From an optimization exercise on the open Yosys and OpenROAD flow, aimed at small area, a short achievable clock period and few clock cycles per item; shortcuts taken in it are not production practice.

==> module aes_enc_core, before the edit <==
module aes_enc_core (
    input  wire         clk,
    input  wire         rst,         
    input  wire         in_valid,
    output wire         in_ready,
    input  wire         key_256,     
    input  wire [255:0] key,
    input  wire [127:0] block_in,
    output reg          out_valid,
    output wire [127:0] block_out
);
    genvar i;
    integer b;
    reg  [127:0] st1;
    reg  [255:0] k1;
    reg          busy1, mode1, last1;
    reg  [3:0]   round1;
    reg  [7:0]   rcon1;
    reg          ksel_w, ksel_rw, ksel_rh;
    reg  [255:0] m2;         
    reg  [63:0]  km2;        
    reg  [255:0] k2;
    reg          busy2, mode2, last2;
    reg  [3:0]   round2;
    reg  [7:0]   rcon2;
    reg  [127:0] out_q;
    reg          in_ready_q;
    reg          free_q;     
    assign block_out = out_q;
    assign in_ready = in_ready_q;
    wire load = in_ready;
    wire [127:0] ark = st1 ^ k1[255:128];
    wire [31:0]  kx_in = ({32{ksel_w}}  & k1[31:0])
                       | ({32{ksel_rw}} & {k1[23:0], k1[31:24]})
                       | ({32{ksel_rh}} & {k1[151:128], k1[159:152]});
    wire [63:0]  inv1, tl1;
    wire [15:0]  kinv1, ktl1;
    generate
        for (i = 0; i < 16; i = i + 1) begin : g_sbt
            aes_sbox_top u_t (.in(ark[127-8*i -: 8]), .inv(inv1[63-4*i -: 4]),
                             .tl(tl1[63-4*i -: 4]));
        end
        for (i = 0; i < 4; i = i + 1) begin : g_ksbt
            aes_sbox_top u_t (.in(kx_in[31-8*i -: 8]), .inv(kinv1[15-4*i -: 4]),
                             .tl(ktl1[15-4*i -: 4]));
        end
    endgenerate
    wire [127:0] sub;
    generate
        for (i = 0; i < 16; i = i + 1) begin : g_sbb
            aes_sbox_bot u_b (.in(m2[255-16*i -: 8]), .inv(m2[247-16*i -: 4]),
                              .tl(m2[243-16*i -: 4]), .out(sub[127-8*i -: 8]));
        end
    endgenerate
    wire [127:0] shifted;
    generate
        for (i = 0; i < 16; i = i + 1) begin : g_sr
            localparam integer R = i % 4;
            localparam integer C = i / 4;
            localparam integer SRC = ((C + R) % 4) * 4 + R;
            assign shifted[127-8*i -: 8] = sub[127-8*SRC -: 8];
        end
    endgenerate
    wire [127:0] mixed;
    generate
        for (i = 0; i < 4; i = i + 1) begin : g_mc
            wire [7:0] a0 = shifted[127-32*i -: 8];
            wire [7:0] a1 = shifted[119-32*i -: 8];
            wire [7:0] a2 = shifted[111-32*i -: 8];
            wire [7:0] a3 = shifted[103-32*i -: 8];
            wire [7:0] d0 = a0 ^ a1;
            wire [7:0] d1 = a1 ^ a2;
            wire [7:0] d2 = a2 ^ a3;
            wire [7:0] d3 = a3 ^ a0;
            wire [7:0] x0 = {d0[6:0], 1'b0} ^ (d0[7] ? 8'h1b : 8'h00);
            wire [7:0] x1 = {d1[6:0], 1'b0} ^ (d1[7] ? 8'h1b : 8'h00);
            wire [7:0] x2 = {d2[6:0], 1'b0} ^ (d2[7] ? 8'h1b : 8'h00);
            wire [7:0] x3 = {d3[6:0], 1'b0} ^ (d3[7] ? 8'h1b : 8'h00);
            assign mixed[127-32*i -: 8] = x0 ^ (a1 ^ d2);
            assign mixed[119-32*i -: 8] = x1 ^ (a2 ^ d3);
            assign mixed[111-32*i -: 8] = x2 ^ (a3 ^ d0);
            assign mixed[103-32*i -: 8] = x3 ^ (a0 ^ d1);
        end
    endgenerate
    wire [31:0] kx_sub;
    generate
        for (i = 0; i < 4; i = i + 1) begin : g_ksbb
            aes_sbox_bot u_b (.in(km2[63-16*i -: 8]), .inv(km2[55-16*i -: 4]),
                              .tl(km2[51-16*i -: 4]), .out(kx_sub[31-8*i -: 8]));
        end
    endgenerate
    wire        kx_rot = !mode2 || round2[0];
    wire [31:0] b0 = k2[255:224] ^ {kx_rot ? rcon2 : 8'h00, 24'h0};
    wire [31:0] b1 = b0 ^ k2[223:192];
    wire [31:0] b2 = b1 ^ k2[191:160];
    wire [31:0] b3 = b2 ^ k2[159:128];
    wire [127:0] next_words = {b0, b1, b2, b3} ^ {4{kx_sub}};
    wire [127:0] this_key = mode2 ? k2[127:0] : next_words;
    always @(posedge clk) begin
        for (b = 0; b < 16; b = b + 1)
            m2[255-16*b -: 16] <= {ark[127-8*b -: 8], inv1[63-4*b -: 4], tl1[63-4*b -: 4]};
        for (b = 0; b < 4; b = b + 1)
            km2[63-16*b -: 16] <= {kx_in[31-8*b -: 8], kinv1[15-4*b -: 4], ktl1[15-4*b -: 4]};
        k2     <= k1;
        mode2  <= mode1;
        round2 <= round1;
        last2  <= last1;
        rcon2  <= rcon1;
        out_q <= shifted ^ this_key;
        if (free_q)
            k1 <= key;
        else
            k1 <= {this_key, next_words};
        if (load) begin
            st1    <= block_in;
            mode1  <= key_256;
            round1 <= 4'd1;
            last1  <= 1'b0;
            rcon1  <= 8'h01;
            ksel_w  <= 1'b0;
            ksel_rw <= key_256;
            ksel_rh <= !key_256;
        end else begin
            st1    <= mixed;
            mode1  <= mode2;
            round1 <= round2 + 4'd1;
            last1  <= (round2 == (mode2 ? 4'd13 : 4'd9));
            rcon1  <= kx_rot ? ({rcon2[6:0], 1'b0} ^ (rcon2[7] ? 8'h1b : 8'h00)) : rcon2;
            ksel_w  <= mode2 && round2[0];
            ksel_rw <= mode2 && !round2[0];
            ksel_rh <= !mode2;
        end
    end
    always @(posedge clk) begin
        if (rst) begin
            busy1     <= 1'b0;
            busy2     <= 1'b0;
            out_valid <= 1'b0;
            in_ready_q <= 1'b1;
            free_q     <= 1'b1;
        end else begin
            busy2     <= busy1;
            busy1     <= load ? in_valid : (busy2 && !last2);
            out_valid <= busy2 && last2;
            free_q     <= !busy1 || last1;
            in_ready_q <= (!busy1 || last1) &&
                          (load ? (!in_valid || !key_256)
                                : (!busy2 || last2 || !mode2 || round2 >= 4'd4));
        end
    end
endmodule
clock: 9.0 ns
lec_check: 0
cap_margin: 20
core_margin: 2
core_utilization: 60
place_density: 0.7
setup_slack_margin: 5
slew_margin: 20
standard.sh (not shown) runs the stock make flow with config.mk's settings and CLKGATE_MAP_FILE= SYNTH_SCRIPT=/design/flow/synth_recipe.tcl, a recipe that flattens the netlist after the stock synthesis.
==> flow/flow/run.sh <==
#!/bin/bash
# The standard layout (settings from config.mk), with the smallest buffer on every port.
set -euo pipefail
bash standard.sh SETUP_SLACK_MARGIN=5.45 "BUFFER_PORTS_ARGS=-buffer_cell sky130_fd_sc_hd__buf_1" finish > standard.log 2>&1
Edit:
--- a/flow/design.v
+++ b/flow/design.v
@@ -206,11 +206,10 @@
     reg          busy2, mode2, last2;
     reg  [3:0]   round2;
     reg  [7:0]   rcon2;
     reg  [127:0] out_q;
     reg          in_ready_q;
-    reg          free_q;     
     assign block_out = out_q;
     assign in_ready = in_ready_q;
     wire load = in_ready;
     wire [127:0] ark = st1 ^ k1[255:128];
     wire [31:0]  kx_in = ({32{ksel_w}}  & k1[31:0])
@@ -288,25 +287,23 @@
         mode2  <= mode1;
         round2 <= round1;
         last2  <= last1;
         rcon2  <= rcon1;
         out_q <= shifted ^ this_key;
-        if (free_q)
-            k1 <= key;
-        else
-            k1 <= {this_key, next_words};
         if (load) begin
             st1    <= block_in;
+            k1     <= key;
             mode1  <= key_256;
             round1 <= 4'd1;
             last1  <= 1'b0;
             rcon1  <= 8'h01;
             ksel_w  <= 1'b0;
             ksel_rw <= key_256;
             ksel_rh <= !key_256;
         end else begin
             st1    <= mixed;
+            k1     <= {this_key, next_words};
             mode1  <= mode2;
             round1 <= round2 + 4'd1;
             last1  <= (round2 == (mode2 ? 4'd13 : 4'd9));
             rcon1  <= kx_rot ? ({rcon2[6:0], 1'b0} ^ (rcon2[7] ? 8'h1b : 8'h00)) : rcon2;
             ksel_w  <= mode2 && round2[0];
@@ -318,16 +315,14 @@
         if (rst) begin
             busy1     <= 1'b0;
             busy2     <= 1'b0;
             out_valid <= 1'b0;
             in_ready_q <= 1'b1;
-            free_q     <= 1'b1;
         end else begin
             busy2     <= busy1;
             busy1     <= load ? in_valid : (busy2 && !last2);
             out_valid <= busy2 && last2;
-            free_q     <= !busy1 || last1;
             in_ready_q <= (!busy1 || last1) &&
                           (load ? (!in_valid || !key_256)
                                 : (!busy2 || last2 || !mode2 || round2 >= 4'd4));
         end
     end
What happened: The new run finished clean; design area is lower by a few percent; non-clock buffer count is lower by 71; maximum frequency is lower by a few percent; routed wire length is lower by a few percent; via count is lower by roughly a tenth; worst setup slack degrades by 0.10 ns; clock skew barely changes; hold slack is about the same; cell count is lower by a few percent.
Function was not checked in any run of this note: the RTL went through the layout flow alone.

what the ideal ports hide:
No port has a modelled driver above. Below, the same layouts with a new extraction and two added sets of constraints. Step 1, drivers: a clkbuf_16 drives clk and a buf_2 each remaining input, both assumed. Step 2 also shifts input and output timing later by t, the mid clock arrival at the registers, as if the neighbouring blocks saw the same clock. Slacks: ideal / step 1 / step 2; pairs: ideal / step 1.
run | t, ns | slack for setup (ns) | latest minus earliest clock arrival (ns)
the first run | 0.805 | 5.454 / 5.454 / 5.454 | 0.036 / 0.036
the second run | 0.796 | 5.350 / 5.350 / 5.350 | 0.027 / 0.028
After both steps every run listed still meets setup and hold.
